What follows belongs to an exercise in optimizing a design on an open flow for small area; a production flow would make more cautious choices.
RTL that was checked went through simulation tests only; none was proved equivalent to the original.
The RTL of run 3 was laid out without a check of its function.
No activity file was given, so power comes from the tool's default toggle rates.

File: design/flow/flow/run.sh
#!/bin/bash
# Own layout flow.
# 1. The standard synthesis (standard.sh synth).
# 2. The same synthesis again with an area-oriented ABC mapping script
#    (area_synth.tcl, abc_area_map.script, bias_lib.py); its netlist replaces
#    the standard one only if it holds exactly the same registers (names and
#    cell types).
# 3. The standard ORFS layout steps, with clock tree and port buffer
#    settings of our own.
# Each tool's output goes to a log of its own in this folder.
set -euo pipefail
W=$(pwd)
R=$W/orfs/results/$FLOW_PLATFORM/chk_unit/base
A=$W/orfs_area/results/$FLOW_PLATFORM/chk_unit/base

bash standard.sh synth > 1_standard_synth.log 2>&1
cp $R/1_2_yosys.v $W/standard_synth.v

python3 flow/bias_lib.py $FLOW_HOME/platforms/$FLOW_PLATFORM/lib/sky130_fd_sc_hd__tt_025C_1v80.lib \
  $W/abc_bias.lib 5.0 > 2_bias_lib.log 2>&1
if bash standard.sh WORK_HOME=$W/orfs_area SYNTH_SCRIPT=$W/flow/area_synth.tcl synth \
     > 2_area_synth.log 2>&1 \
   && python3 flow/regs_match.py $W/standard_synth.v $A/1_2_yosys.v > 2_regs_match.log 2>&1; then
  cp $A/1_2_yosys.v $R/1_2_yosys.v
  touch $R/1_2_yosys.v
fi

bash standard.sh \
  "CTS_ARGS=-sink_clustering_enable -sink_clustering_size 10 -sink_clustering_max_diameter 40 -buf_list sky130_fd_sc_hd__clkbuf_4 -dont_use_dummy_load" \
  "BUFFER_PORTS_ARGS=-buffer_cell sky130_fd_sc_hd__buf_1" \
  finish > 3_layout.log 2>&1
File: design/flow/flow/abc_area_map.script
strash
dc2
dch -f
amap
File: design/flow/config.mk
export PLATFORM = sky130hd
export DESIGN_NAME = chk_unit
export DESIGN_NICKNAME = chk_unit
export VERILOG_FILES = /design/flow/design.v
export SDC_FILE = /design/flow/constraint.sdc
export NUM_CORES = 8
export LEC_CHECK = 0
export CAP_MARGIN = 0
export CORE_MARGIN = 2
export CORE_UTILIZATION = 60
export GPL_ROUTABILITY_DRIVEN = 0
export SLEW_MARGIN = 0
File: design/flow/constraint.sdc
create_clock -name core_clock -period 13.0 [get_ports {clk}]
set_input_delay 2.6000 -clock core_clock [delete_from_list [all_inputs] [get_ports {clk}]]
set_output_delay 2.6000 -clock core_clock [all_outputs]
set_load 0.01 [all_outputs]
File: design/flow/design.v
module chk_channel #(
    parameter [3:0] CH = 4'd0
) (
    input  wire        clk,
    input  wire        rst,
    input  wire        sel,
    input  wire        w_cfg,
    input  wire        w_seq,
    input  wire        w_fsrc,
    input  wire        w_fcnt,
    input  wire        w_cmp,
    input  wire        w_crc,
    input  wire        w_start,      
    input  wire        w_ctl,        
    input  wire        w_res,        
    input  wire        w_cnt,        
    input  wire        w_le,         
    input  wire        w_fd,         
    input  wire        w_mmclr,      
    input  wire        mm_set,       
    input  wire        w_touch,      
    input  wire [5:0]  d_cfg,        
    input  wire [15:0] d_seq,
    input  wire [29:0] d_fsrc,
    input  wire [12:0] d_fcnt,
    input  wire [31:0] d_cmp,
    input  wire [31:0] d_crc,
    input  wire [31:0] d_res,
    input  wire [7:0]  d_alive,
    input  wire [1:0]  d_cuf,
    input  wire [1:0]  d_le,
    input  wire [3:0]  d_own,
    input  wire [6:0]  d_stamp,
    input  wire        rel_w,        
    input  wire        tick_due,     
    input  wire [6:0]  t_due,
    input  wire        jet_stop,
    input  wire [2:0]  jet_stop_id,
    input  wire        steward_stop,
    input  wire        lockout,
    output wire [5:0]  q_cfg,
    output wire [5:0]  q_act,
    output wire [15:0] q_seq,
    output wire [29:0] q_fsrc,
    output wire [12:0] q_fcnt,
    output wire [31:0] q_cmp,
    output wire [31:0] q_crc,
    output wire [31:0] q_res,
    output wire [7:0]  q_alive,
    output wire [1:0]  q_cuf,
    output wire [1:0]  q_le,
    output wire        q_fd,
    output wire        q_mm,
    output wire [3:0]  q_own
);
    localparam PRIV = (CH < 4);
    localparam [3:0] IDLE = 4'b0001;
    reg        cfg_cmp_en, cfg_swap;
    reg [1:0]  cfg_poly;
    reg        cfg_x0;
    reg        act_cmp_en, act_swap;
    reg [1:0]  act_poly;
    reg        act_x0;
    reg [15:0] seq;
    reg [29:0] fsrc;
    reg [12:0] fcnt;
    reg [31:0] cmp, crc, res;
    reg [7:0]  alive;
    reg [1:0]  cuf;
    reg [1:0]  last_end;
    reg        feed_st, mm_flag;
    reg [3:0]  own;
    reg [6:0]  stamp;
    wire [1:0] cfg_x, act_x;
    wire       rel_q  = (own != IDLE) && (lockout ||
                                  (jet_stop && own == {1'b1, jet_stop_id}) ||
                                  (steward_stop && own == 4'b0100) ||
                                  (tick_due && !(sel && w_touch) && stamp == t_due));
    wire       rel    = (sel && w_ctl) ? rel_w : rel_q;
    always @(posedge clk) begin
        if (rst || (sel && w_cfg)) begin
            cfg_cmp_en <= d_cfg[5];
            cfg_swap   <= d_cfg[4];
            cfg_poly   <= d_cfg[3:2];
            cfg_x0     <= d_cfg[0];
        end
        if (sel && w_start) begin
            act_cmp_en <= cfg_cmp_en;
            act_swap   <= cfg_swap;
            act_poly   <= cfg_poly;
            act_x0     <= cfg_x0;
        end
        if (rst || (sel && w_fsrc)) fsrc <= d_fsrc;
        if (rst || (sel && w_fcnt)) fcnt <= d_fcnt;
        if (rst || (sel && w_cmp))  cmp  <= d_cmp;
        if (sel && w_crc)           crc  <= d_crc;
        if (rst || (sel && w_res))  res  <= d_res;
        if (rst || (sel && w_mmclr) || mm_set)
            mm_flag <= !rst && !(sel && w_mmclr);
        if (rst || (sel && w_fd))   feed_st <= !rst;
        if (rst || rel || (sel && w_le))
            last_end <= rst ? 2'd0 : rel ? 2'd3 : d_le;
        if (rst || rel || (sel && w_ctl))
            own <= (rst || rel) ? IDLE : d_own;
        if (sel && w_touch) stamp <= d_stamp;
    end
    generate
        if (PRIV) begin : g_seq
            always @(posedge clk)
                if (rst || (sel && w_seq)) seq <= d_seq;
            assign cfg_x   = {1'b0, cfg_x0};
            assign act_x   = {1'b0, act_x0};
            assign q_seq   = seq;
            assign q_alive = 8'h00;
            assign q_cuf   = 2'd0;
        end else begin : g_alive
            reg cfg_x1, act_x1;
            always @(posedge clk) begin
                if (rst || (sel && w_cfg)) cfg_x1 <= d_cfg[1];
                if (sel && w_start)        act_x1 <= cfg_x1;
                if (rst || (sel && w_cnt)) begin
                    alive <= d_alive;
                    cuf   <= d_cuf;
                end
            end
            assign cfg_x   = {cfg_x1, cfg_x0};
            assign act_x   = {act_x1, act_x0};
            assign q_seq   = 16'h0000;
            assign q_alive = alive;
            assign q_cuf   = cuf;
        end
    endgenerate
    assign q_cfg  = {cfg_cmp_en, cfg_swap, cfg_poly, cfg_x};
    assign q_act  = {act_cmp_en, act_swap, act_poly, act_x};
    assign q_fsrc = fsrc;
    assign q_fcnt = fcnt;
    assign q_cmp  = cmp;
    assign q_crc  = crc;
    assign q_res  = res;
    assign q_le   = last_end;
    assign q_fd   = feed_st;
    assign q_mm   = mm_flag;
    assign q_own  = own;
endmodule
module chk_crc (
    input  wire [1:0]  poly,
    input  wire [31:0] x,
    input  wire [31:0] d,
    input  wire        one,
    input  wire        none,
    output wire [31:0] y
);
    wire [15:0] t0, m0, s0;
    wire [31:0] t1, m1, s1;
    wire [31:0] t2, m2, s2;
    wire [7:0]  t3, m3, s3;
    wire a0 = x[15] ^ d[23];
    wire a1 = x[14] ^ d[22];
    wire a2 = x[0] ^ d[24];
    wire a3 = x[7] ^ d[31];
    wire a4 = x[1] ^ d[25];
    wire a5 = x[2] ^ d[26];
    wire a6 = x[3] ^ d[27];
    wire a7 = x[5] ^ d[29];
    wire a8 = x[6] ^ d[30];
    wire a9 = x[4] ^ d[28];
    wire a10 = x[12] ^ d[20];
    wire a11 = x[13] ^ d[21];
    wire a12 = x[17] ^ d[9];
    wire a13 = x[9] ^ d[17];
    wire a14 = x[18] ^ d[10];
    wire a15 = x[11] ^ d[19];
    wire a16 = x[8] ^ d[16];
    wire a17 = x[10] ^ d[18];
    wire a18 = x[22] ^ d[14];
    wire a19 = x[20] ^ d[12];
    wire a20 = x[21] ^ d[13];
    wire a21 = x[23] ^ d[15];
    wire a22 = x[19] ^ d[11];
    wire a23 = x[16] ^ d[8];
    wire a24 = a0 ^ a16;
    wire a25 = a1 ^ a8;
    wire a26 = a12 ^ a18;
    wire a27 = a5 ^ a14;
    wire a28 = a2 ^ a4;
    wire a29 = a9 ^ a10;
    wire a30 = a7 ^ a11;
    wire a31 = a3 ^ a21;
    wire a32 = a6 ^ a22;
    wire a33 = a19 ^ a20;
    wire a34 = a15 ^ a17;
    wire a35 = a13 ^ a23;
    wire a36 = a13 ^ a28;
    wire a37 = a17 ^ a26;
    wire a38 = a2 ^ a24;
    wire a39 = a19 ^ a23;
    wire a40 = a25 ^ a30;
    wire a41 = a11 ^ a27;
    wire a42 = a5 ^ a6;
    wire a43 = a29 ^ a30;
    wire a44 = a25 ^ a31;
    wire a45 = a0 ^ a22;
    wire a46 = a4 ^ a10;
    wire a47 = a0 ^ a20;
    wire a48 = d[8] ^ d[12];
    wire a49 = a13 ^ a17;
    wire a50 = a9 ^ a33;
    wire a51 = a21 ^ a32;
    wire a52 = a1 ^ a15;
    wire a53 = a1 ^ a14;
    wire a54 = a24 ^ a29;
    wire a55 = a3 ^ a24;
    wire a56 = a3 ^ a25;
    wire a57 = a7 ^ a27;
    wire a58 = a2 ^ a12;
    wire a59 = a4 ^ a9;
    wire a60 = a8 ^ a21;
    wire a61 = a7 ^ a33;
    wire a62 = d[22] ^ d[9];
    wire a63 = a26 ^ a32;
    wire a64 = d[10] ^ d[14];
    wire a65 = a6 ^ a15;
    wire a66 = a23 ^ a33;
    wire a67 = a35 ^ a47;
    wire a68 = d[11] ^ d[15];
    wire a69 = a22 ^ a41;
    wire a70 = a4 ^ a5;
    wire a71 = a45 ^ a60;
    wire a72 = d[30] ^ a48;
    wire a73 = d[13] ^ d[14];
    wire a74 = a39 ^ a55;
    wire a75 = a18 ^ a20;
    wire a76 = a14 ^ a31;
    wire a77 = d[20] ^ d[21];
    wire a78 = a29 ^ a65;
    wire a79 = a35 ^ a50;
    wire a80 = d[18] ^ a48;
    wire a81 = a26 ^ a34;
    wire a82 = a14 ^ a40;
    wire a83 = a12 ^ a31;
    wire a84 = a5 ^ a28;
    wire a85 = a8 ^ a35;
    wire a86 = d[23] ^ d[11];
    wire a87 = a15 ^ a19;
    wire a88 = a18 ^ a27;
    wire a89 = a16 ^ a20;
    wire a90 = a11 ^ a28;
    wire a91 = x[14] ^ a72;
    wire a92 = x[15] ^ d[31];
    wire a93 = a16 ^ a36;
    wire a94 = d[12] ^ a3;
    wire a95 = a34 ^ a42;
    wire a96 = a1 ^ a3;
    wire a97 = a9 ^ a51;
    wire a98 = a49 ^ a70;
    wire a99 = x[30] ^ a8;
    wire a100 = d[16] ^ d[10];
    wire a101 = a50 ^ a88;
    wire a102 = a15 ^ a61;
    wire a103 = a78 ^ a91;
    wire a104 = a39 ^ a41;
    wire a105 = a34 ^ a71;
    wire a106 = a2 ^ a7;
    wire a107 = a4 ^ a37;
    wire a108 = a33 ^ a38;
    wire a109 = a37 ^ a53;
    wire a110 = a4 ^ a12;
    wire a111 = a32 ^ a108;
    wire a112 = a7 ^ a77;
    wire a113 = a10 ^ a18;
    wire a114 = a10 ^ a34;
    wire a115 = d[13] ^ a93;
    wire a116 = a63 ^ a67;
    wire a117 = a34 ^ a96;
    wire a118 = a23 ^ a44;
    wire a119 = a32 ^ a74;
    wire a120 = d[17] ^ a86;
    wire a121 = a57 ^ a81;
    wire a122 = a6 ^ a9;
    wire a123 = a10 ^ a15;
    wire a124 = a56 ^ a68;
    wire a125 = d[13] ^ a2;
    wire a126 = a62 ^ a73;
    wire a127 = a37 ^ a44;
    wire a128 = a24 ^ a31;
    wire a129 = a43 ^ a92;
    wire a130 = a17 ^ a69;
    wire a131 = a49 ^ a83;
    wire a132 = a40 ^ a64;
    wire a133 = a28 ^ a30;
    wire a134 = a36 ^ a55;
    wire a135 = a11 ^ a52;
    wire a136 = a37 ^ a104;
    wire a137 = a13 ^ a29;
    wire a138 = d[22] ^ a94;
    wire a139 = a13 ^ a87;
    wire a140 = a23 ^ a59;
    wire a141 = a5 ^ a11;
    wire a142 = a3 ^ a79;
    wire a143 = a44 ^ a46;
    wire a144 = a7 ^ a36;
    wire a145 = a15 ^ a45;
    wire a146 = d[17] ^ d[9];
    assign t0[0] = ((d[16] ^ x[0]) ^ a103);
    assign t0[1] = (((d[13] ^ a146) ^ x[1]) ^ a129);
    assign t0[2] = ((d[18] ^ x[2]) ^ a132);
    assign t0[3] = ((a0 ^ (d[19] ^ x[3])) ^ a124);
    assign t0[4] = (a38 ^ ((d[20] ^ x[4]) ^ a94));
    assign t0[5] = (a115 ^ ((d[21] ^ x[5]) ^ a103));
    assign t0[6] = (a129 ^ ((a126 ^ x[6]) ^ a98));
    assign t0[7] = (a132 ^ (((d[23] ^ d[15]) ^ x[7]) ^ a95));
    assign t0[8] = (a124 ^ (a38 ^ a78));
    assign t0[9] = (a134 ^ (d[12] ^ a43));
    assign t0[10] = (a98 ^ (((d[24] ^ d[13]) ^ x[8]) ^ a40));
    assign t0[11] = (a95 ^ ((a0 ^ ((d[25] ^ d[14]) ^ x[9])) ^ a56));
    assign t0[12] = (a38 ^ (((d[26] ^ d[15]) ^ x[10]) ^ (a3 ^ a91)));
    assign t0[13] = ((a92 ^ ((d[27] ^ d[9]) ^ x[11])) ^ a115);
    assign t0[14] = (((d[28] ^ a64) ^ x[12]) ^ a98);
    assign t0[15] = (((d[29] ^ a68) ^ x[13]) ^ a95);
    assign t1[0] = (((a12 ^ a14) ^ (a46 ^ (x[24] ^ a8))) ^ a119);
    assign t1[1] = (a142 ^ ((a58 ^ (x[25] ^ a16)) ^ a69));
    assign t1[2] = ((a61 ^ (x[26] ^ a32)) ^ (a93 ^ a109));
    assign t1[3] = ((x[27] ^ a36) ^ (a101 ^ a105));
    assign t1[4] = (a121 ^ (a38 ^ (a60 ^ (x[28] ^ a20))));
    assign t1[5] = ((a26 ^ (x[29] ^ a21)) ^ (a38 ^ a139));
    assign t1[6] = (a111 ^ (a99 ^ a131));
    assign t1[7] = (((x[31] ^ a8) ^ a63) ^ (a137 ^ (a34 ^ a47)));
    assign t1[8] = ((a39 ^ a43) ^ (a76 ^ (a18 ^ a34)));
    assign t1[9] = ((a66 ^ a76) ^ (a133 ^ (a52 ^ (a0 ^ a6))));
    assign t1[10] = ((a6 ^ a96) ^ a101);
    assign t1[11] = (a97 ^ (a75 ^ (a7 ^ a24)));
    assign t1[12] = ((a54 ^ a63) ^ (a76 ^ a144));
    assign t1[13] = (a131 ^ (a43 ^ (a0 ^ a42)));
    assign t1[14] = ((a110 ^ a43) ^ (a117 ^ (a19 ^ a45)));
    assign t1[15] = ((a38 ^ a40) ^ (a66 ^ (a27 ^ a123)));
    assign t1[16] = ((a10 ^ a56) ^ (a90 ^ a116));
    assign t1[17] = ((a128 ^ (a1 ^ a59)) ^ a136);
    assign t1[18] = (a143 ^ ((a5 ^ a13) ^ a102));
    assign t1[19] = (a107 ^ (a66 ^ a69));
    assign t1[20] = ((a33 ^ a52) ^ (a51 ^ (a26 ^ a27)));
    assign t1[21] = ((a31 ^ a89) ^ (a140 ^ (a8 ^ a26)));
    assign t1[22] = ((a84 ^ a85) ^ ((a19 ^ a113) ^ ((a0 ^ a7) ^ a51)));
    assign t1[23] = (((a20 ^ a21) ^ a54) ^ a130);
    assign t1[24] = (a134 ^ ((a26 ^ a123) ^ a82));
    assign t1[25] = (a130 ^ ((a24 ^ a35) ^ a143));
    assign t1[26] = ((a25 ^ a36) ^ (a41 ^ a114));
    assign t1[27] = ((a46 ^ a141) ^ (a117 ^ (a0 ^ a32)));
    assign t1[28] = ((a39 ^ a42) ^ (a54 ^ a135));
    assign t1[29] = ((a58 ^ (a1 ^ a6)) ^ (a43 ^ a67));
    assign t1[30] = ((a0 ^ a37) ^ (a140 ^ a82));
    assign t1[31] = ((a58 ^ a57) ^ (a145 ^ a118));
    assign t2[0] = (a38 ^ (a53 ^ (x[24] ^ a10)));
    assign t2[1] = ((x[25] ^ a35) ^ (a45 ^ a90));
    assign t2[2] = ((a39 ^ (x[26] ^ a1)) ^ ((a12 ^ a17) ^ a84));
    assign t2[3] = ((a47 ^ a65) ^ (a110 ^ (x[27] ^ a27)));
    assign t2[4] = ((a32 ^ (x[28] ^ a2)) ^ (a88 ^ (a23 ^ a29)));
    assign t2[5] = (a97 ^ (a133 ^ (a19 ^ (x[29] ^ a12))));
    assign t2[6] = ((a70 ^ a99) ^ (a54 ^ a61));
    assign t2[7] = ((a75 ^ (x[31] ^ a3)) ^ (a85 ^ (a30 ^ a42)));
    assign t2[8] = ((a16 ^ a122) ^ a127);
    assign t2[9] = ((a31 ^ a52) ^ (a106 ^ a137));
    assign t2[10] = ((a4 ^ a17) ^ a82);
    assign t2[11] = (a145 ^ ((a2 ^ a5) ^ a56));
    assign t2[12] = ((a6 ^ a46) ^ a74);
    assign t2[13] = ((a58 ^ a89) ^ (a141 ^ (a9 ^ a35)));
    assign t2[14] = (a144 ^ (a6 ^ a109));
    assign t2[15] = ((a27 ^ a59) ^ a105);
    assign t2[16] = ((a52 ^ a57) ^ a119);
    assign t2[17] = ((a85 ^ (a12 ^ a29)) ^ a111);
    assign t2[18] = (a142 ^ ((a14 ^ a30) ^ a107));
    assign t2[19] = (a121 ^ ((a21 ^ a22) ^ (a25 ^ a89)));
    assign t2[20] = ((a32 ^ (a16 ^ a18)) ^ (a44 ^ a139));
    assign t2[21] = ((a31 ^ a49) ^ (a53 ^ a50));
    assign t2[22] = ((a75 ^ a106) ^ (a114 ^ (a22 ^ a53)));
    assign t2[23] = ((a87 ^ a113) ^ (a71 ^ a90));
    assign t2[24] = ((a28 ^ a41) ^ (a66 ^ a128));
    assign t2[25] = ((a27 ^ a46) ^ a116);
    assign t2[26] = (a97 ^ a136);
    assign t2[27] = ((a12 ^ a51) ^ (a54 ^ a102));
    assign t2[28] = (a79 ^ (a40 ^ (a18 ^ a24)));
    assign t2[29] = (a127 ^ (a7 ^ a67));
    assign t2[30] = (a118 ^ (a10 ^ a81));
    assign t2[31] = (a83 ^ a135);
    assign t3[0] = ((a80 ^ (a73 ^ (d[21] ^ d[23]))) ^ a28);
    assign t3[1] = (((d[19] ^ d[15]) ^ a126) ^ a84);
    assign t3[2] = (a125 ^ (((d[15] ^ a77) ^ (a100 ^ a80)) ^ a42));
    assign t3[3] = (a122 ^ (((a62 ^ (d[16] ^ d[19])) ^ (a80 ^ a120)) ^ a2));
    assign t3[4] = (a112 ^ (((d[19] ^ d[8]) ^ (a64 ^ a146)) ^ a9));
    assign t3[5] = (a112 ^ (((d[18] ^ d[10]) ^ (a62 ^ a68)) ^ a8));
    assign t3[6] = ((((d[19] ^ d[21]) ^ (a86 ^ a100)) ^ a8) ^ a138);
    assign t3[7] = (a138 ^ ((d[20] ^ a120) ^ a125));
    wire b0_0 = m0[13] ^ d[5];
    wire b0_1 = m0[15] ^ d[7];
    wire b0_2 = m0[12] ^ d[4];
    wire b0_3 = m0[14] ^ d[6];
    wire b0_4 = d[2] ^ b0_3;
    wire b0_5 = d[1] ^ b0_0;
    wire b0_6 = m0[9] ^ b0_5;
    wire b0_7 = m0[11] ^ d[3];
    wire b0_8 = m0[8] ^ d[0];
    wire b0_9 = b0_2 ^ b0_8;
    wire b0_10 = m0[10] ^ b0_4;
    wire b0_11 = b0_1 ^ b0_7;
    assign s0[0] = b0_9;
    assign s0[1] = b0_6;
    assign s0[2] = b0_10;
    assign s0[3] = b0_11;
    assign s0[4] = b0_2;
    assign s0[5] = (b0_0 ^ b0_9);
    assign s0[6] = (b0_3 ^ b0_6);
    assign s0[7] = (b0_1 ^ b0_10);
    assign s0[8] = (m0[0] ^ b0_11);
    assign s0[9] = (m0[1] ^ b0_2);
    assign s0[10] = (m0[2] ^ b0_0);
    assign s0[11] = (m0[3] ^ b0_3);
    assign s0[12] = (b0_9 ^ (m0[4] ^ b0_1));
    assign s0[13] = (m0[5] ^ b0_6);
    assign s0[14] = (m0[6] ^ b0_10);
    assign s0[15] = (m0[7] ^ b0_11);
    wire b1_0 = m1[2] ^ d[2];
    wire b1_1 = m1[1] ^ d[1];
    wire b1_2 = m1[6] ^ d[6];
    wire b1_3 = m1[7] ^ d[7];
    wire b1_4 = m1[5] ^ d[5];
    wire b1_5 = m1[4] ^ d[4];
    wire b1_6 = m1[3] ^ d[3];
    wire b1_7 = m1[0] ^ d[0];
    wire b1_8 = b1_1 ^ b1_2;
    wire b1_9 = b1_0 ^ b1_5;
    wire b1_10 = b1_4 ^ b1_6;
    wire b1_11 = b1_3 ^ b1_7;
    wire b1_12 = b1_8 ^ b1_10;
    wire b1_13 = b1_0 ^ b1_8;
    wire b1_14 = b1_3 ^ b1_10;
    wire b1_15 = b1_1 ^ b1_7;
    wire b1_16 = b1_4 ^ b1_9;
    wire b1_17 = b1_6 ^ b1_11;
    wire b1_18 = b1_3 ^ b1_5;
    wire b1_19 = b1_8 ^ b1_11;
    wire b1_20 = b1_9 ^ b1_15;
    wire b1_21 = b1_1 ^ b1_5;
    assign s1[0] = ((m1[8] ^ b1_6) ^ b1_20);
    assign s1[1] = (b1_20 ^ (m1[9] ^ b1_10));
    assign s1[2] = (b1_12 ^ (m1[10] ^ b1_9));
    assign s1[3] = (b1_14 ^ (b1_9 ^ (m1[11] ^ b1_2)));
    assign s1[4] = (b1_13 ^ (b1_4 ^ (m1[12] ^ b1_3)));
    assign s1[5] = (b1_18 ^ (m1[13] ^ b1_8));
    assign s1[6] = (b1_14 ^ (m1[14] ^ b1_21));
    assign s1[7] = (m1[15] ^ b1_12);
    assign s1[8] = ((m1[16] ^ b1_2) ^ (b1_9 ^ b1_11));
    assign s1[9] = (b1_16 ^ (m1[17] ^ b1_11));
    assign s1[10] = ((m1[18] ^ b1_2) ^ b1_16);
    assign s1[11] = ((m1[19] ^ b1_2) ^ b1_14);
    assign s1[12] = (b1_13 ^ (b1_6 ^ (m1[20] ^ b1_3)));
    assign s1[13] = (b1_3 ^ (m1[21] ^ b1_1));
    assign s1[14] = (b1_21 ^ (m1[22] ^ b1_6));
    assign s1[15] = ((m1[23] ^ b1_7) ^ b1_16);
    assign s1[16] = ((m1[24] ^ b1_7) ^ b1_12);
    assign s1[17] = (b1_19 ^ (m1[25] ^ b1_9));
    assign s1[18] = (b1_18 ^ (m1[26] ^ b1_4));
    assign s1[19] = (b1_12 ^ (b1_9 ^ (m1[27] ^ b1_7)));
    assign s1[20] = (b1_12 ^ (b1_9 ^ (m1[28] ^ b1_3)));
    assign s1[21] = ((m1[29] ^ b1_4) ^ b1_19);
    assign s1[22] = (b1_17 ^ (b1_5 ^ (m1[30] ^ b1_2)));
    assign s1[23] = ((m1[31] ^ b1_0) ^ b1_14);
    assign s1[24] = b1_13;
    assign s1[25] = (b1_0 ^ b1_17);
    assign s1[26] = b1_0;
    assign s1[27] = b1_6;
    assign s1[28] = (b1_5 ^ b1_7);
    assign s1[29] = (b1_4 ^ b1_15);
    assign s1[30] = (b1_7 ^ b1_13);
    assign s1[31] = ((b1_0 ^ b1_1) ^ b1_17);
    wire b2_0 = m2[0] ^ d[0];
    wire b2_1 = m2[1] ^ d[1];
    wire b2_2 = m2[4] ^ d[4];
    wire b2_3 = m2[7] ^ d[7];
    wire b2_4 = m2[2] ^ d[2];
    wire b2_5 = m2[5] ^ d[5];
    wire b2_6 = m2[3] ^ d[3];
    wire b2_7 = m2[6] ^ d[6];
    wire b2_8 = b2_1 ^ b2_3;
    wire b2_9 = b2_0 ^ b2_5;
    wire b2_10 = b2_4 ^ b2_6;
    wire b2_11 = b2_7 ^ b2_9;
    wire b2_12 = b2_2 ^ b2_6;
    wire b2_13 = b2_0 ^ b2_2;
    wire b2_14 = b2_7 ^ b2_8;
    wire b2_15 = b2_1 ^ b2_4;
    wire b2_16 = b2_3 ^ b2_12;
    wire b2_17 = b2_3 ^ b2_4;
    wire b2_18 = b2_2 ^ b2_17;
    wire b2_19 = b2_10 ^ b2_13;
    wire b2_20 = b2_1 ^ b2_9;
    wire b2_21 = b2_8 ^ b2_12;
    wire b2_22 = b2_7 ^ b2_10;
    assign s2[0] = (m2[8] ^ b2_4);
    assign s2[1] = (b2_6 ^ (m2[9] ^ b2_0));
    assign s2[2] = (b2_13 ^ (m2[10] ^ b2_1));
    assign s2[3] = (b2_15 ^ (m2[11] ^ b2_5));
    assign s2[4] = ((m2[12] ^ b2_0) ^ b2_22);
    assign s2[5] = (m2[13] ^ b2_21);
    assign s2[6] = (b2_5 ^ (m2[14] ^ b2_2));
    assign s2[7] = (m2[15] ^ b2_11);
    assign s2[8] = (m2[16] ^ b2_14);
    assign s2[9] = (m2[17] ^ b2_3);
    assign s2[10] = (m2[18] ^ b2_4);
    assign s2[11] = (m2[19] ^ b2_6);
    assign s2[12] = (m2[20] ^ b2_13);
    assign s2[13] = (m2[21] ^ b2_20);
    assign s2[14] = (b2_15 ^ (m2[22] ^ b2_7));
    assign s2[15] = (b2_10 ^ (m2[23] ^ b2_3));
    assign s2[16] = (m2[24] ^ b2_19);
    assign s2[17] = (b2_20 ^ (m2[25] ^ b2_12));
    assign s2[18] = (b2_11 ^ (b2_15 ^ (m2[26] ^ b2_2)));
    assign s2[19] = (b2_14 ^ (b2_10 ^ (m2[27] ^ b2_5)));
    assign s2[20] = ((m2[28] ^ b2_7) ^ b2_16);
    assign s2[21] = ((m2[29] ^ b2_5) ^ b2_18);
    assign s2[22] = ((m2[30] ^ b2_5) ^ b2_22);
    assign s2[23] = ((m2[31] ^ b2_7) ^ b2_16);
    assign s2[24] = (b2_9 ^ b2_18);
    assign s2[25] = (b2_11 ^ (b2_1 ^ b2_10));
    assign s2[26] = (b2_14 ^ b2_19);
    assign s2[27] = (b2_5 ^ b2_21);
    assign s2[28] = (b2_2 ^ b2_11);
    assign s2[29] = (b2_8 ^ b2_11);
    assign s2[30] = (b2_0 ^ b2_14);
    assign s2[31] = b2_8;
    wire b3_0 = m3[4] ^ d[4];
    wire b3_1 = m3[2] ^ d[2];
    wire b3_2 = m3[5] ^ d[5];
    wire b3_3 = m3[3] ^ d[3];
    wire b3_4 = m3[0] ^ d[0];
    wire b3_5 = m3[1] ^ d[1];
    wire b3_6 = m3[6] ^ d[6];
    wire b3_7 = b3_0 ^ b3_4;
    wire b3_8 = m3[7] ^ d[7];
    wire b3_9 = b3_1 ^ b3_8;
    wire b3_10 = b3_0 ^ b3_3;
    wire b3_11 = b3_5 ^ b3_6;
    wire b3_12 = b3_2 ^ b3_7;
    wire b3_13 = b3_3 ^ b3_5;
    assign s3[0] = (b3_6 ^ b3_12);
    assign s3[1] = (b3_11 ^ (b3_2 ^ b3_8));
    assign s3[2] = (b3_9 ^ b3_12);
    assign s3[3] = (b3_7 ^ b3_13);
    assign s3[4] = (b3_11 ^ (b3_1 ^ b3_4));
    assign s3[5] = (b3_9 ^ b3_13);
    assign s3[6] = (b3_1 ^ b3_10);
    assign s3[7] = (b3_2 ^ b3_10);
    assign m0 = one ? x[15:0] : t0;
    assign m1 = one ? x : t1;
    assign m2 = one ? x : t2;
    assign m3 = one ? x[7:0] : t3;
    reg [31:0] ys;
    always @(*) begin
        case (poly)
            2'd0:    ys = {16'h0000, s0};
            2'd1:    ys = s1;
            2'd2:    ys = s2;
            default: ys = {24'h000000, s3};
        endcase
    end
    assign y = none ? x : ys;
endmodule
module chk_unit (
    input  wire        clk,
    input  wire        rst,
    input  wire        req_valid,
    input  wire        req_write,
    input  wire [6:0]  req_addr,
    input  wire [31:0] req_wdata,
    input  wire [2:0]  req_src,
    input  wire [2:0]  req_jet,
    output reg         rsp_valid,
    output reg         rsp_denied,
    output reg  [31:0] rsp_rdata,
    input  wire [7:0]  fold_addr,
    input  wire        tick_ms,
    input  wire        jet_stop,
    input  wire [2:0]  jet_stop_id,
    input  wire        steward_stop,
    input  wire        lockout,
    output wire        mismatch_evt,
    output reg  [2:0]  mismatch_ch
);
    localparam [3:0] R_CFG  = 4'd0, R_SEQ  = 4'd1, R_FSRC = 4'd2, R_FCNT = 4'd3,
                     R_CTL  = 4'd4, R_DATA = 4'd5, R_BYTE = 4'd6, R_RES  = 4'd7,
                     R_CMP  = 4'd8, R_STAT = 4'd9;
    localparam [3:0] IDLE = 4'b0001;
    wire [2:0]  c  = req_addr[6:4];
    wire [3:0]  r  = req_addr[3:0];
    wire [31:0] wd = req_wdata;
    wire        priv = !c[2];
    wire [3:0]  id = (req_src == 3'd1) ? {1'b1, req_jet} : {1'b0, req_src};
    localparam NB = 32 + 32 + 32 + 30 + 13 + 16 + 6 + 6 + 8 + 2 + 4 + 2 + 1 + 1;
    wire [NB-1:0] q_all [0:7];
    wire [7:0]    oh_c = 8'd1 << c;
    reg [NB-1:0] s_all;
    integer n;
    always @(*) begin
        s_all = {NB{1'b0}};
        for (n = 0; n < 8; n = n + 1)
            s_all = s_all | (q_all[n] & {NB{oh_c[n]}});
    end
    wire [31:0] crc_c, res_c, cmp_c;
    wire [29:0] fsrc_c;
    wire [12:0] fcnt_c;
    wire [15:0] seq_c;
    wire [5:0]  cfg_c, act_c;
    wire [7:0]  alive_c;
    wire [1:0]  cuf_c, le_c;
    wire [3:0]  own_c;
    wire        mm_c, fd_c;
    assign {crc_c, res_c, cmp_c, fsrc_c, fcnt_c, seq_c, cfg_c, act_c,
            alive_c, cuf_c, own_c, le_c, mm_c, fd_c} = s_all;
    wire active_c = (own_c != IDLE);
    wire owner_c  = (own_c == id);
    wire prot     = (r <= R_BYTE) || (r == R_CMP);
    wire denied   = (priv && req_src == 3'd1) || (active_c && !owner_c && prot);
    wire ok       = req_valid && req_write && !denied;
    wire is_ctl = (r == R_CTL);
    wire b_start  = wd[31], b_feed = wd[30], b_finish = wd[29], b_abort = wd[28];
    wire start    = is_ctl && b_start;
    wire act1     = b_start || active_c;
    wire fin      = is_ctl && act1 && !b_abort && !b_feed && b_finish;
    wire feed     = is_ctl && act1 && !b_abort && b_feed;
    wire ends     = is_ctl && act1 && (b_abort || (!b_feed && b_finish));
    wire [5:0] cf      = start ? cfg_c : act_c;
    wire       cmp_en  = cf[5];
    wire [1:0] poly    = cf[3:2];
    wire [1:0] cnt_w   = cf[1:0];
    wire       seq_inc = fin && priv && cf[0];
    wire       cnt     = fin && !priv && (cnt_w != 2'd0);
    wire       cnt4    = (cnt_w == 2'd1);
    reg [31:0] x0;
    always @(*) begin
        if (start) begin
            case ({priv, poly})
                3'b000: x0 = 32'h0000_FFFF;
                3'b011: x0 = 32'h0000_00FF;
                3'b100: x0 = 32'h0000_1E0C;
                3'b101: x0 = 32'hA942_E6BC;
                3'b110: x0 = 32'hF095_8FD9;
                3'b111: x0 = 32'h0000_007E;
                default: x0 = 32'hFFFF_FFFF;
            endcase
        end else begin
            x0 = crc_c;
        end
    end
    wire [7:0]  cbyte = cnt4 ? {4'h0, alive_c[3:0]} : alive_c;
    wire [31:0] dsw   = {wd[7:0], wd[15:8], wd[23:16], wd[31:24]};
    wire        swap  = act_c[4];
    wire [31:0] edata = is_ctl ? (priv ? {8'h00, fold_addr, seq_c} : {24'h0, cbyte})
                               : ((r == R_DATA && swap) ? dsw : wd);
    wire        one   = (r == R_BYTE) || (is_ctl && !priv);
    wire        none  = is_ctl && !(priv && start) && !cnt;
    wire [31:0] y;
    chk_crc u_crc (.poly(poly), .x(x0), .d(edata), .one(one), .none(none), .y(y));
    reg [31:0] fin_v, mask;
    always @(*) begin
        case (poly)
            2'd0:    begin fin_v = {16'h0000, y[15:0]};       mask = 32'h0000_FFFF; end
            2'd3:    begin fin_v = {24'h000000, ~y[7:0]};      mask = 32'h0000_00FF; end
            default: begin fin_v = ~y;                         mask = 32'hFFFF_FFFF; end
        endcase
    end
    wire [31:0] diff = fin_v ^ cmp_c;
    reg  [7:0]  mm_part;
    reg         mm_pend;
    integer k;
    always @(posedge clk) begin
        for (k = 0; k < 8; k = k + 1)
            mm_part[k] <= mask[4*k] && (|diff[4*k +: 4]);
        mm_pend <= !rst && ok && fin && cmp_en;
    end
    assign mismatch_evt = mm_pend && (mm_part != 8'h00);
    wire [7:0] mm_set = {8{mismatch_evt}} & (8'd1 << mismatch_ch);
    wire [3:0] own_s = start ? id : own_c;
    wire [3:0] d_own = (b_abort || (!b_feed && b_finish)) ? IDLE : own_s;
    wire       rel_w = (d_own != IDLE) && (lockout ||
                                           (jet_stop && d_own == {1'b1, jet_stop_id}) ||
                                           (steward_stop && d_own == 4'b0100));
    reg  [6:0] tcnt;
    wire [6:0] tnext = tcnt + {6'd0, tick_ms};
    wire [6:0] t_due = tcnt - 7'd99;
    wire [5:0]  d_cfg   = rst ? 6'b000100
                              : {wd[16], wd[4], wd[1:0], priv ? {1'b0, wd[12]} : wd[9:8]};
    wire [15:0] d_seq   = rst ? 16'h0 : (r == R_SEQ) ? wd[15:0] : seq_c + 16'd1;
    wire [29:0] d_fsrc  = rst ? 30'h0 : {wd[31:30], wd[27:0]};
    wire [12:0] d_fcnt  = rst ? 13'h0 : wd[12:0];
    wire [31:0] d_cmp   = rst ? 32'h0 : wd;
    wire [31:0] d_res   = rst ? 32'h0 : fin_v;
    wire [7:0]  d_alive = rst ? 8'h0 : cnt4 ? {4'h0, alive_c[3:0] + 4'd1} : alive_c + 8'd1;
    wire [1:0]  d_cuf   = rst ? 2'd0 : {1'b1, cnt4};
    wire [1:0]  d_le    = b_abort ? 2'd2 : 2'd1;
    wire w_cfg   = (r == R_CFG);
    wire w_seq   = (r == R_SEQ) || seq_inc;
    wire w_fsrc  = (r == R_FSRC);
    wire w_fcnt  = (r == R_FCNT);
    wire w_cmp   = (r == R_CMP);
    wire w_crc   = (r == R_CTL) || (r == R_DATA) || (r == R_BYTE);
    wire w_mmclr = (r == R_STAT) && wd[23];
    wire w_touch = owner_c || start;
    genvar g;
    generate
        for (g = 0; g < 8; g = g + 1) begin : chan
            wire [5:0]  q_cfg, q_act;
            wire [15:0] q_seq;
            wire [29:0] q_fsrc;
            wire [12:0] q_fcnt;
            wire [31:0] q_cmp, q_crc, q_res;
            wire [7:0]  q_alive;
            wire [1:0]  q_cuf, q_le;
            wire        q_fd, q_mm;
            wire [3:0]  q_own;
            chk_channel #(.CH(g)) u_ch (
                .clk(clk), .rst(rst),
                .sel(ok && oh_c[g]),
                .w_cfg(w_cfg), .w_seq(w_seq), .w_fsrc(w_fsrc), .w_fcnt(w_fcnt),
                .w_cmp(w_cmp), .w_crc(w_crc), .w_start(start), .w_ctl(is_ctl),
                .w_res(fin), .w_cnt(cnt), .w_le(ends), .w_fd(feed), .w_mmclr(w_mmclr), .mm_set(mm_set[g]),
                .w_touch(w_touch),
                .d_cfg(d_cfg), .d_seq(d_seq), .d_fsrc(d_fsrc), .d_fcnt(d_fcnt),
                .d_cmp(d_cmp), .d_crc(y), .d_res(d_res), .d_alive(d_alive),
                .d_cuf(d_cuf), .d_le(d_le), .d_own(d_own),
                .d_stamp(tnext),
                .rel_w(rel_w), .tick_due(tick_ms), .t_due(t_due),
                .jet_stop(jet_stop), .jet_stop_id(jet_stop_id),
                .steward_stop(steward_stop), .lockout(lockout),
                .q_cfg(q_cfg), .q_act(q_act), .q_seq(q_seq),
                .q_fsrc(q_fsrc), .q_fcnt(q_fcnt), .q_cmp(q_cmp),
                .q_crc(q_crc), .q_res(q_res), .q_alive(q_alive),
                .q_cuf(q_cuf), .q_le(q_le), .q_fd(q_fd), .q_mm(q_mm),
                .q_own(q_own)
            );
            assign q_all[g] = {q_crc, q_res, q_cmp, q_fsrc, q_fcnt, q_seq, q_cfg, q_act,
                               q_alive, q_cuf, q_own, q_le, q_mm, q_fd};
        end
    endgenerate
    wire [7:0] cnt_used = !cuf_c[1] ? 8'h00
                        : cuf_c[0] ? {4'h0, alive_c[3:0] - 4'd1} : alive_c - 8'd1;
    wire [2:0] owner    = !active_c ? 3'd0 : own_c[3] ? 3'd1 : own_c[2:0];
    wire [2:0] ojet     = own_c[3] ? own_c[2:0] : 3'd0;
    reg [31:0] rdata;
    always @(*) begin
        case (r)
            R_CFG:  rdata = {15'h0, cfg_c[5], 3'h0, priv & cfg_c[0], 2'h0,
                             priv ? 2'b00 : cfg_c[1:0], 3'h0, cfg_c[4], 2'h0, cfg_c[3:2]};
            R_SEQ:  rdata = {16'h0000, seq_c};
            R_FSRC: rdata = {fsrc_c[29:28], 2'b00, fsrc_c[27:0]};
            R_FCNT: rdata = {19'h0, fcnt_c};
            R_RES:  rdata = res_c;
            R_CMP:  rdata = cmp_c;
            R_STAT: rdata = {active_c ? 2'd1 : 2'd0, owner, ojet, mm_c | mm_set[c],
                             1'b0, le_c, 1'b0, 1'b0, fd_c, 1'b0, cnt_used, 8'h00};
            default: rdata = 32'h0;
        endcase
    end
    always @(posedge clk) begin
        if (rst) begin
            rsp_valid    <= 1'b0;
            tcnt         <= 7'd0;
        end else begin
            rsp_valid    <= req_valid;
            tcnt         <= tnext;
        end
        rsp_denied  <= req_write && denied;
        rsp_rdata   <= rdata;
        mismatch_ch <= c;
    end
endmodule
File: design/flow/flow/bias_lib.py
#!/usr/bin/env python3
"""Writes a copy of a liberty file in which the two-input XOR and XNOR cells
are given a smaller area. Used only to steer ABC's area mapping towards
those cells (which are faster than the NAND/OAI structures it would
otherwise build an XOR from); every later step reads the real library.
Usage: bias_lib.py IN.lib OUT.lib AREA"""
import re, sys

src, dst, area = sys.argv[1], sys.argv[2], sys.argv[3]
text = open(src).read()
for cell in ("sky130_fd_sc_hd__xor2_1", "sky130_fd_sc_hd__xnor2_1"):
    start = text.index('cell ("%s")' % cell)
    at = text.index("area", start)
    end = text.index(";", at)
    text = text[:at] + "area : " + area + text[end:]
open(dst, "w").write(text)
File: design/flow/flow/area_synth.tcl
set ::area_dir [file dirname [file normalize [info script]]]
set ::area_abc_script [file join $::area_dir abc_area_map.script]
# the library ABC maps with (written by run.sh with bias_lib.py)
set ::area_abc_lib [file join [file dirname $::area_dir] abc_bias.lib]
proc synth {args} { yosys synth -nofsm -noshare {*}$args }
proc abc {args} {
  set i [lsearch -exact $args -script]
  if {$i >= 0} {
    set args [lreplace $args [expr {$i + 1}] [expr {$i + 1}] $::area_abc_script]
  }
  set l [lsearch -exact $args -liberty]
  if {$l >= 0 && [file exists $::area_abc_lib]} {
    set args [lreplace $args [expr {$l + 1}] [expr {$l + 1}] $::area_abc_lib]
  }
  set j [lsearch -exact $args -D]
  if {$j >= 0} {
    set args [lreplace $args $j [expr {$j + 1}]]
  }
  yosys abc {*}$args
}
# no half or full adder cells: ABC maps that logic together with the rest
proc extract_fa {args} {}
source $::env(SCRIPTS_DIR)/synth.tcl
# left out here: clear keep_hierarchy, flatten, clean up, hide names made inside functions, write 1_2_yosys.v
File: design/flow/flow/regs_match.py
#!/usr/bin/env python3
"""Checks that two netlists hold the same registers: the same instance names,
each of the same cell type. Usage: regs_match.py STANDARD.v OTHER.v"""
import re, sys

def regs(path):
    text = open(path).read()
    out = {}
    for m in re.finditer(r'^\s*(sky130_fd_sc_hd__\w+)\s+(\\\S+|\w+)\s*\(', text, re.M):
        cell, name = m.group(1), m.group(2)
        if re.search(r'__(e|s|se)?df|__dl', cell):
            out[name] = cell
    return out

a, b = regs(sys.argv[1]), regs(sys.argv[2])
if a != b:
    print("registers differ: %d vs %d, %d names only in the first, %d only in the second, %d of another type"
          % (len(a), len(b), len(set(a) - set(b)), len(set(b) - set(a)),
             sum(1 for k in set(a) & set(b) if a[k] != b[k])))
    sys.exit(1)
print("registers match: %d" % len(a))
File: design/flow/standard.sh
#!/bin/bash
# synth_recipe.tcl (not shown) runs the flow's synth.tcl, then flattens the netlist and writes it again
# the make line also repeats each setting of config.mk as NAME=value (left out here)
make -C /OpenROAD-flow-scripts/flow DESIGN_CONFIG=/design/flow/config.mk WORK_HOME=/design/flow/orfs CLKGATE_MAP_FILE= SYNTH_SCRIPT=/design/flow/synth_recipe.tcl "${@:-finish}"
==> results_dict.tcl, run 1 <==
set metrics [dict create \
    nNetsFinal 4845 \
    status "complete, no violations" \
    crit_type "input port to flip-flop" \
    cts_sinks 1477 \
    final_cell_count_no_fill 6171 \
    setup_violations 0 \
    drc_errors 0 \
    antenna_left 0 \
    post_cts_buffers 0 \
    num_vias 43900 \
    setup_ws_ns 1.22 \
    cp_data_required_time_ns 13.86 \
    wl_per_cell_um 35.0 \
    io_buffers 101 \
    final_common_cell "edfxtp_1" \
    area_delta_synth_final_pct 8.88 \
    syn_nets 4348 \
    drive_gt1_frac 0.0950 \
    viasPerCell 7.12 \
    crit_path_end_kind "flip-flop" \
    grt.overflow.total 0 \
    powerDensity_nw_per_um2 275 \
    cap_violations 0 \
    arrival_ns 12.64 \
    dp_slack_ns 0.516 \
    period_minus_slack_ns 11.78 \
    die_height_um 328 \
    fp.dieW_um 328 \
    hold_path_class "flip-flop to flip-flop" \
    clk_pin_slew_worst_paths_ns 0.11 \
    io_pins 102 \
    fin_tns_setup_ns 0 \
    critPathLaunchType "input port" \
    htreeDepth 4 \
    synth_area_per_cell_um2 14.7 \
    postCtsHoldBufs 0 \
    cp_common_cell "clkinv_1" \
    grt_pass1_wl_mm 302 \
    dp.cells 5980 \
    grt_pass1_vias 40900 \
    p_leak_uw 0.0223 \
    drt_iter0_markers 8263 \
    slew_headroom 0.0835 \
    synth.cell_area_um2 63100 \
    initial_core_util 0.607 \
    finalCritPeriodShare 0.906 \
    cts_tree "yes" \
    final_cell_mix "edfxtp_1 (1424), xor2_1 (493), a222oi_1 (256)" \
    slowest_stage "xor2_1" \
    slowest_delay_ns 0.85 \
    insertion_delay_ns 1.23 \
    hold_viol 0 \
    dp_hpwl_mm 144 \
    worst_slew_pin_slew_ns 1.36 \
    grt_util_all_layers 0.398 \
    cts_max_path_buffers 3 \
    rows 118 \
    syn_inst 4284 \
    cts_buffers 179 \
    rsz0062_at_grt "no" \
    yosys_warnings 10 \
    ctsResizeCount 0 \
    antenna_found_initial 17 \
    cts_root_buffer "clkbuf_4" \
    critPathMaxFanout 9 \
    grt_max_degree 79 \
    irDropWorstVdd_uv 389 \
    clock_skew_ns 0.195 \
    fp.dieArea_um2 108000 \
    wl_mm 216 \
    slew_violations 0 \
    fmax_mhz 84.9 \
    final_util 0.661 \
    fin_hold_ws_ns 0.378 \
    dr.pass1.iters 9 \
    coreArea_um2 104000 \
]
[layer usage]
layer,GRT usage,up-vias,share of wire
met1,0.572,21600,0.37
met4,0.168,8,0.047
met5,0,-,0.00025
met2,0.584,3626,0.44
met3,0.0999,560,0.14
li1,-,18100,-
[final cells by class]
class	instances	area, µm²
Tap cell	1380	1730
Fill cell	7691	35200
Inverter	221	833
Antenna cell	12	30.0
Clock buffer	179	1340
Multi-Input combinational cell	2586	18900
Timing Repair Buffer	316	2040
Sequential cell	1477	43800
[where the power goes]
part           switching (µW)  total (µW)  leakage (µW)  internal (µW)
logic                    6840        9800       0.00728           2960
registers                 172        7010        0.0142           6840
clock network            1420        2050      0.000824            630
total                    8440       18900        0.0223          10400
[critical path, delay by kind of cell]
| kind | cells | cell delay (ns) |
|---|---|---|
| xor+xnor | 10 | 3.92 |
| compound gates | 6 | 2.39 |
| buf+inv | 9 | 1.83 |
| simple gates | 9 | 1.89 |
[through the flow]
| stage | total power [µW] | cell area [µm²] |
|---|---|---|
| after floorplan | 13000 | 63200 |
| after global placement | 16400 | 67300 |
| after detailed placement | 16500 | 67300 |
| after CTS | 18500 | 68700 |
| after global routing | 19400 | 68700 |
| final | 18900 | 68700 |
[flip-flops by register name, indices dropped and copies added (netlist names), 16 cells and up]
name                flops
chan.u_ch.res         256
chan.u_ch.own          32
chan.u_ch.cmp         256
chan.u_ch.fsrc        240
chan.u_ch.crc         256
chan.u_ch.alive        32
chan.u_ch.fcnt        104
chan.u_ch.act_poly     16
chan.u_ch.last_end     16
chan.u_ch.stamp        56
chan.u_ch.seq          64
chan.u_ch.cfg_poly     16
rsp_rdata              32
[final timing paths]
path | from | to | slack (ns) | cells after the start
min | chan[5].u_ch.cfg_swap$_DFFE_PP_ | chan[5].u_ch.act_swap$_DFFE_PP_ | 0.38 | 0
max reg2reg | chan[4].u_ch.cfg_poly[1]$_DFFE_PP_ | chan[1].u_ch.res[6]$_DFFE_PP_ | 3.09 | 29
max | req_addr[2] | chan[1].u_ch.res[6]$_DFFE_PP_ | 1.22 | 34
min reg2reg | chan[5].u_ch.cfg_swap$_DFFE_PP_ | chan[5].u_ch.act_swap$_DFFE_PP_ | 0.38 | 0
==> inputs of run 2 (changes only) <==
--- a/design/flow/flow/run.sh
+++ b/design/flow/flow/run.sh
@@ -26,6 +26,6 @@
 fi
 
 bash standard.sh \
-  "CTS_ARGS=-sink_clustering_enable -sink_clustering_size 10 -sink_clustering_max_diameter 40 -buf_list sky130_fd_sc_hd__clkbuf_4 -dont_use_dummy_load" \
+  "CTS_ARGS=-sink_clustering_enable -repair_clock_nets -sink_clustering_size 9 -sink_clustering_max_diameter 35 -buf_list sky130_fd_sc_hd__clkbuf_4 -dont_use_dummy_load" \
   "BUFFER_PORTS_ARGS=-buffer_cell sky130_fd_sc_hd__buf_1" \
   finish > 3_layout.log 2>&1
--- a/design/flow/config.mk
+++ b/design/flow/config.mk
@@ -5,8 +5,9 @@
 export SDC_FILE = /design/flow/constraint.sdc
 export NUM_CORES = 8
 export LEC_CHECK = 0
-export CAP_MARGIN = 0
+export CAP_MARGIN = 10
 export CORE_MARGIN = 2
 export CORE_UTILIZATION = 60
 export GPL_ROUTABILITY_DRIVEN = 0
-export SLEW_MARGIN = 0
+export PLACE_DENSITY = 0.72
+export SLEW_MARGIN = 10
==> results_dict.tcl, run 2 <==
set metrics [dict create \
    status "complete, no violations" \
    grt_max_degree 102 \
    fp.dieArea_um2 108000 \
    area_delta_synth_final_pct 9.15 \
    arrival_ns 12.85 \
    drt_iter0_markers 8375 \
    fin_tns_setup_ns 0 \
    p_int_uw 10500 \
    grt.overflow.total 0 \
    htreeDepth 4 \
    ctsResizeCount 0 \
    synth.cell_area_um2 63100 \
    critPathLaunchType "input port" \
    crit_type "input port to flip-flop" \
    rows 118 \
    p_sw_frac 0.442 \
    cap_violations 0 \
    clk_pin_slew_worst_paths_ns 0.10 \
    cts_root_buffer "clkbuf_4" \
    finalCritPeriodShare 0.929 \
    syn_inst 4284 \
    final_common_cell "edfxtp_1" \
    p_comb_frac 0.514 \
    grt_pass1_vias 41300 \
    crit_path_end_kind "flip-flop" \
    grt_pass1_wl_mm 299 \
    clock_power_share 0.113 \
    postCtsHoldBufs 0 \
    worst_slew_pin_slew_ns 1.36 \
    io_pins 102 \
    cts_max_path_buffers 3 \
    post_cts_buffers 0 \
    setup_violations 0 \
    coreArea_um2 104000 \
    largestRegisters "chan.u_ch.cmp x256, chan.u_ch.crc x256, chan.u_ch.res x256" \
    p_switching_uw 8330 \
    irDropWorstVdd_uv 425 \
    dp.cells 5975 \
    insertion_delay_ns 1.19 \
    syn_nets 4348 \
    period_minus_slack_ns 12.08 \
    synth_area_per_cell_um2 14.7 \
    antenna_left 0 \
    dr.pass1.iters 9 \
    clock_skew_ns 0.196 \
    drc_errors 0 \
    cp_common_cell "xor2_1" \
    wl_per_cell_um 34.2 \
    slew_violations 0 \
    final_cell_count_no_fill 6193 \
    antenna_found_initial 19 \
    wl_mm 212 \
    io_buffers 101 \
    slowest_stage "xor2_1" \
    num_vias 44300 \
    die_height_um 328 \
    place_area_um2 67300 \
    viasPerCell 7.15 \
    rsz0062_at_grt "no" \
    dp_hpwl_mm 139 \
    sequentialPowerShare 0.373 \
    finalPower_uw 18800 \
    final_cell_mix "edfxtp_1 (1424), xor2_1 (493), a222oi_1 (256)" \
    critPathMaxFanout 16 \
    powerDensity_nw_per_um2 273 \
    cts_buffers 202 \
    initial_core_util 0.607 \
    p_leak_uw 0.0224 \
    hold_path_class "flip-flop to flip-flop" \
    slew_headroom 0.0869 \
    stdcell_area_um2 68900 \
    cp_data_required_time_ns 13.77 \
    cts_tree "yes" \
    grt_util_all_layers 0.391 \
    reg2reg_setup_slack_ns 3.10 \
    slowest_delay_ns 0.77 \
    drive_gt1_frac 0.0984 \
    hold_viol 0 \
    cts_sinks 1477 \
    fp.dieW_um 328 \
    fmax_mhz 82.8 \
    nNetsFinal 4864 \
    yosys_warnings 10 \
]
-- run 2: cell types whose count changed in the layout (fill, tap and decap cells not counted), moves of 2 or more --
cell       before  now
buf_12          3    5
clkbuf_4      180  203
buf_4         212  206
diode_2        12   15
a2111oi_1       0    2
o21ai_1        13   15
-- run 2: critical path: cells and delay by family --
kind                   cells  cell delay, ns
AO/OA/AOI/OAI              5            1.54
XOR/XNOR                  11            4.23
buffers and inverters     10            2.34
AND/OR/NAND/NOR           11            2.11
-- run 2: path summary, 6_finish.rpt --
check	startpoint	cells after the start	endpoint
max reg2reg	chan[4].u_ch.cfg_poly[0]$_DFFE_PP_	31	chan[3].u_ch.res[0]$_DFFE_PP_
min	chan[3].u_ch.cfg_swap$_DFFE_PP_	0	chan[3].u_ch.act_swap$_DFFE_PP_
min reg2reg	chan[3].u_ch.cfg_swap$_DFFE_PP_	0	chan[3].u_ch.act_swap$_DFFE_PP_
max	req_addr[2]	37	chan[3].u_ch.res[0]$_DFFE_PP_
-- run 2: metal layers --
layer	global-route usage	routed length [µm]	vias up
li1	-	-	18200
met1	0.539	73200	21400
met2	0.561	90900	4012
met3	0.127	34300	689
met4	0.196	13100	22
met5	0	145	-
-- run 2: cell type report --
class,instances,area [µm²]
Sequential cell,1477,43800
Fill cell,7558,35000
Multi-Input combinational cell,2586,18900
Timing Repair Buffer,312,2030
Tap cell,1380,1730
Clock buffer,202,1520
Inverter,221,833
Antenna cell,15,37.5
-- run 2: through the flow --
stage,hold WS [ns],setup slack [ns],util
5_1_grt,0.409,0.511,0.663
6_report,0.376,0.918,0.663
3_5_place_dp,0.434,0.317,0.648
2_1_floorplan,0.418,0.0453,-
4_1_cts,0.377,1.45,0.662
3_3_place_gp,0.432,0.627,0.648
-- run 2: power by group through the flow --
stage | clock [µW] | combinational [µW] | sequential, µW
global route | 2310 | 10100 | 7070
CTS | 2140 | 9240 | 7020
detailed placement | 0 | 9220 | 7120
floorplan | 0 | 5900 | 7070
finish | 2130 | 9680 | 7020
global placement | 0 | 9150 | 7090
==> inputs of run 3 (changes only) <==
--- a/design/flow/design.v
+++ b/design/flow/design.v
@@ -65,7 +65,7 @@
     reg [29:0] fsrc;
     reg [12:0] fcnt;
     reg [31:0] cmp, crc, res;
-    reg [7:0]  alive;
+    reg [7:0]  alive;       
     reg [1:0]  cuf;
     reg [1:0]  last_end;
     reg        feed_st, mm_flag;
@@ -649,7 +649,8 @@
             x0 = crc_c;
         end
     end
-    wire [7:0]  cbyte = cnt4 ? {4'h0, alive_c[3:0]} : alive_c;
+    wire [7:0]  cinc  = alive_c + 8'd1;
+    wire [7:0]  cbyte = {(cnt4 || cuf_c[0]) ? 4'h0 : cinc[7:4], cinc[3:0]};
     wire [31:0] dsw   = {wd[7:0], wd[15:8], wd[23:16], wd[31:24]};
     wire        swap  = act_c[4];
     wire [31:0] edata = is_ctl ? (priv ? {8'h00, fold_addr, seq_c} : {24'h0, cbyte})
@@ -667,15 +668,15 @@
         endcase
     end
     wire [31:0] diff = fin_v ^ cmp_c;
-    reg  [7:0]  mm_part;
+    reg  [3:0]  mm_part;
     reg         mm_pend;
     integer k;
     always @(posedge clk) begin
-        for (k = 0; k < 8; k = k + 1)
-            mm_part[k] <= mask[4*k] && (|diff[4*k +: 4]);
+        for (k = 0; k < 4; k = k + 1)
+            mm_part[k] <= mask[8*k] && (|diff[8*k +: 8]);
         mm_pend <= !rst && ok && fin && cmp_en;
     end
-    assign mismatch_evt = mm_pend && (mm_part != 8'h00);
+    assign mismatch_evt = mm_pend && (mm_part != 4'h0);
     wire [7:0] mm_set = {8{mismatch_evt}} & (8'd1 << mismatch_ch);
     wire [3:0] own_s = start ? id : own_c;
     wire [3:0] d_own = (b_abort || (!b_feed && b_finish)) ? IDLE : own_s;
@@ -692,7 +693,7 @@
     wire [12:0] d_fcnt  = rst ? 13'h0 : wd[12:0];
     wire [31:0] d_cmp   = rst ? 32'h0 : wd;
     wire [31:0] d_res   = rst ? 32'h0 : fin_v;
-    wire [7:0]  d_alive = rst ? 8'h0 : cnt4 ? {4'h0, alive_c[3:0] + 4'd1} : alive_c + 8'd1;
+    wire [7:0]  d_alive = rst ? 8'hFF : cbyte;
     wire [1:0]  d_cuf   = rst ? 2'd0 : {1'b1, cnt4};
     wire [1:0]  d_le    = b_abort ? 2'd2 : 2'd1;
     wire w_cfg   = (r == R_CFG);
@@ -739,8 +740,7 @@
                                q_alive, q_cuf, q_own, q_le, q_mm, q_fd};
         end
     endgenerate
-    wire [7:0] cnt_used = !cuf_c[1] ? 8'h00
-                        : cuf_c[0] ? {4'h0, alive_c[3:0] - 4'd1} : alive_c - 8'd1;
+    wire [7:0] cnt_used = cuf_c[1] ? alive_c : 8'h00;
     wire [2:0] owner    = !active_c ? 3'd0 : own_c[3] ? 3'd1 : own_c[2:0];
     wire [2:0] ojet     = own_c[3] ? own_c[2:0] : 3'd0;
     reg [31:0] rdata;
--- a/design/flow/flow/run.sh
+++ b/design/flow/flow/run.sh
@@ -26,6 +26,6 @@
 fi
 
 bash standard.sh \
-  "CTS_ARGS=-sink_clustering_enable -repair_clock_nets -sink_clustering_size 9 -sink_clustering_max_diameter 35 -buf_list sky130_fd_sc_hd__clkbuf_4 -dont_use_dummy_load" \
+  "CTS_ARGS=-sink_clustering_enable -repair_clock_nets -sink_clustering_size 10 -sink_clustering_max_diameter 40 -buf_list sky130_fd_sc_hd__clkbuf_4 -dont_use_dummy_load" \
   "BUFFER_PORTS_ARGS=-buffer_cell sky130_fd_sc_hd__buf_1" \
   finish > 3_layout.log 2>&1
--- a/design/flow/config.mk
+++ b/design/flow/config.mk
@@ -9,5 +9,4 @@
 export CORE_MARGIN = 2
 export CORE_UTILIZATION = 60
 export GPL_ROUTABILITY_DRIVEN = 0
-export PLACE_DENSITY = 0.72
 export SLEW_MARGIN = 10
==> results_dict.tcl, run 3 <==
set metrics [dict create \
    status "complete, no violations" \
    grt_util_all_layers 0.395 \
    rows 118 \
    drc_errors 0 \
    r2r_cells 34 \
    regArea_um2 43700 \
    cts_tree "yes" \
    num_vias 43600 \
    grt_pass1_vias 40700 \
    path_buf_inv 11 \
    clk_pin_slew_worst_paths_ns 0.10 \
    dr.pass1.iters 9 \
    dp_hpwl_mm 143 \
    yosys_warnings 10 \
    hold_viol 0 \
    fin_tns_setup_ns 0 \
    synth_area_per_cell_um2 14.7 \
    setup_violations 0 \
    syn_nets 4349 \
    nNetsFinal 4877 \
    cap_violations 0 \
    htreeDepth 4 \
    insertion_delay_ns 1.14 \
    fp.dieArea_um2 108000 \
    cp.depth 39 \
    grt_max_degree 111 \
    drive_gt1_frac 0.102 \
    period_minus_slack_ns 11.91 \
    final_util 0.663 \
    critPathMaxFanout 15 \
    worst_slew_pin_slew_ns 1.38 \
    stdcell_area_um2 69000 \
    hold_depth 0 \
    io_buffers 101 \
    coreArea_um2 104000 \
    fillCellCount 7611 \
    io_pins 102 \
    final_common_cell "edfxtp_1" \
    postCtsHoldBufs 0 \
    grt_pass1_wl_mm 299 \
    grt.overflow.total 0 \
    crit_path_start "req_addr[2]" \
    cp_common_cell "clkinv_1" \
    cts_buffers 181 \
    rsz0062_at_grt "no" \
    antenna_left 0 \
    slew_headroom 0.0786 \
    worstHoldStart "chan[7].u_ch.g_alive.cfg_x1$_DFFE_PP_" \
    powerDensity_nw_per_um2 266 \
    largestRegisters "chan.u_ch.cmp x256, chan.u_ch.crc x256, chan.u_ch.res x256" \
    critPathLaunchType "input port" \
    crit_path_end_kind "flip-flop" \
    antenna_found_initial 10 \
    viasPerCell 7.03 \
    multiInputGateArea_um2 19000 \
    reg2reg_from "chan[6].u_ch.cfg_poly[1]$_DFFE_PP_" \
    arrival_ns 12.94 \
    reg2reg_setup_slack_ns 3.18 \
    ctsResizeCount 0 \
    slowest_delay_ns 0.86 \
    cp_top_family "XOR/XNOR gates" \
    cts_max_path_buffers 3 \
    cp_data_required_time_ns 14.03 \
    irDropWorstVdd_uv 419 \
    finalCritPeriodShare 0.916 \
    hold_path_class "flip-flop to flip-flop" \
    slew_violations 0 \
    clock_skew_ns 0.144 \
    die_height_um 328 \
    p_leak_uw 0.0226 \
    syn_inst 4285 \
    cts_sinks 1473 \
    wl_per_cell_um 34.5 \
    post_cts_buffers 0 \
    crit_type "input port to flip-flop" \
    fp.dieW_um 328 \
    initial_core_util 0.607 \
    drt_iter0_markers 7970 \
    cts_root_buffer "clkbuf_4" \
    wl_mm 214 \
    area_delta_synth_final_pct 9.35 \
    slowest_stage "xor2_1" \
    fmax_mhz 84.0 \
    synth.cell_area_um2 63100 \
    place_area_um2 67600 \
    final_cell_mix "edfxtp_1 (1424), xor2_1 (520), nand2_1 (240)" \
]
## run 3: metrics by stage
stage	power (µW)	hold WS [ns]	worst slack, ns	std cells
after floorplan	13000	0.425	0.0919	4285
after global placement	16000	0.428	0.338	6010
after detailed placement	16100	0.436	0.256	6010
after CTS	18000	0.441	1.50	6191
after global routing	19000	0.451	0.660	6192
final	18300	0.415	1.09	6198
## run 3: report_power, final
part / total, µW / internal [µW] / switching (µW)
Sequential: 7020 / 6850 / 170
Combinational: 9260 / 2940 / 6320
Clock: 2040 / 637 / 1400
Total: 18300 / 10400 / 7880
## run 3: worst register-to-register path, delay by kind of cell (launching register included)
family	cells	cell delay (ns)
xor+xnor	9	3.39
compound gates	9	2.71
buf+inv	7	1.66
simple gates	9	1.56
flops	1	0.48
## run 3: final timing paths
check / endpoint
setup reg to reg: mm_part[2]$_DFF_P_
hold / removal: chan[7].u_ch.g_alive.act_x1$_DFFE_PP_
hold reg to reg: chan[7].u_ch.g_alive.act_x1$_DFFE_PP_
setup / recovery: mm_part[2]$_DFF_P_
## run 3: layout make-up
type / instances / area share
clock buffer: 181 / 0.0197
inverter: 217 / 0.0118
tap: 1380 / 0.0250
timing repair buffer: 345 / 0.0332
sequential: 1473 / 0.634
antenna: 7 / 0.000254
multi-input combinational: 2595 / 0.276
## run 3: per-layer routing
metal,vias to the layer above,share of wire,GRT usage
met5,-,0.00024,0
met4,8,0.045,0.160
met3,531,0.14,0.112
met2,3330,0.44,0.583
met1,21500,0.37,0.558
li1,18200,-,-

## re-timing with driven ports
No port has a modelled driver above. Below, the same layouts with a new extraction and two added sets of constraints.
Step 1: set_driving_cell puts a clkbuf_16 on clk and a buf_2 on each other input, an assumption about the parent block.
Step 2 times the ports against the registers' clock, not the clock port: input delays grow and output delays shrink by t, the midpoint of the rising clock arrivals with the driver on.
Slacks: no drivers / after step 1 / after step 2; pairs: no drivers / after step 1.
| run | t (ns) | setup slack, ns | hold WS [ns] | worst register clock-pin slew, ns | cell pins on the clock port's net |
|---|---|---|---|---|---|
| run 1 | 1.208 | 1.225 / 1.267 / 0.059 | 0.378 / 0.378 / 0.378 | 0.12 / 0.12 | 1 |
| run 2 | 1.165 | 0.918 / 0.968 / -0.197 | 0.376 / 0.376 / 0.376 | 0.11 / 0.11 | 1 |
| run 3 | 1.157 | 1.094 / 1.149 / -0.008 | 0.415 / 0.415 / 0.415 | 0.11 / 0.11 | 1 |
Met with ideal ports but missed after step 2: setup timing in run 2 and run 3. For run 1, which loses most, drivers alone change the setup slack by +0.042 ns; drivers and shift together by -1.166 ns.
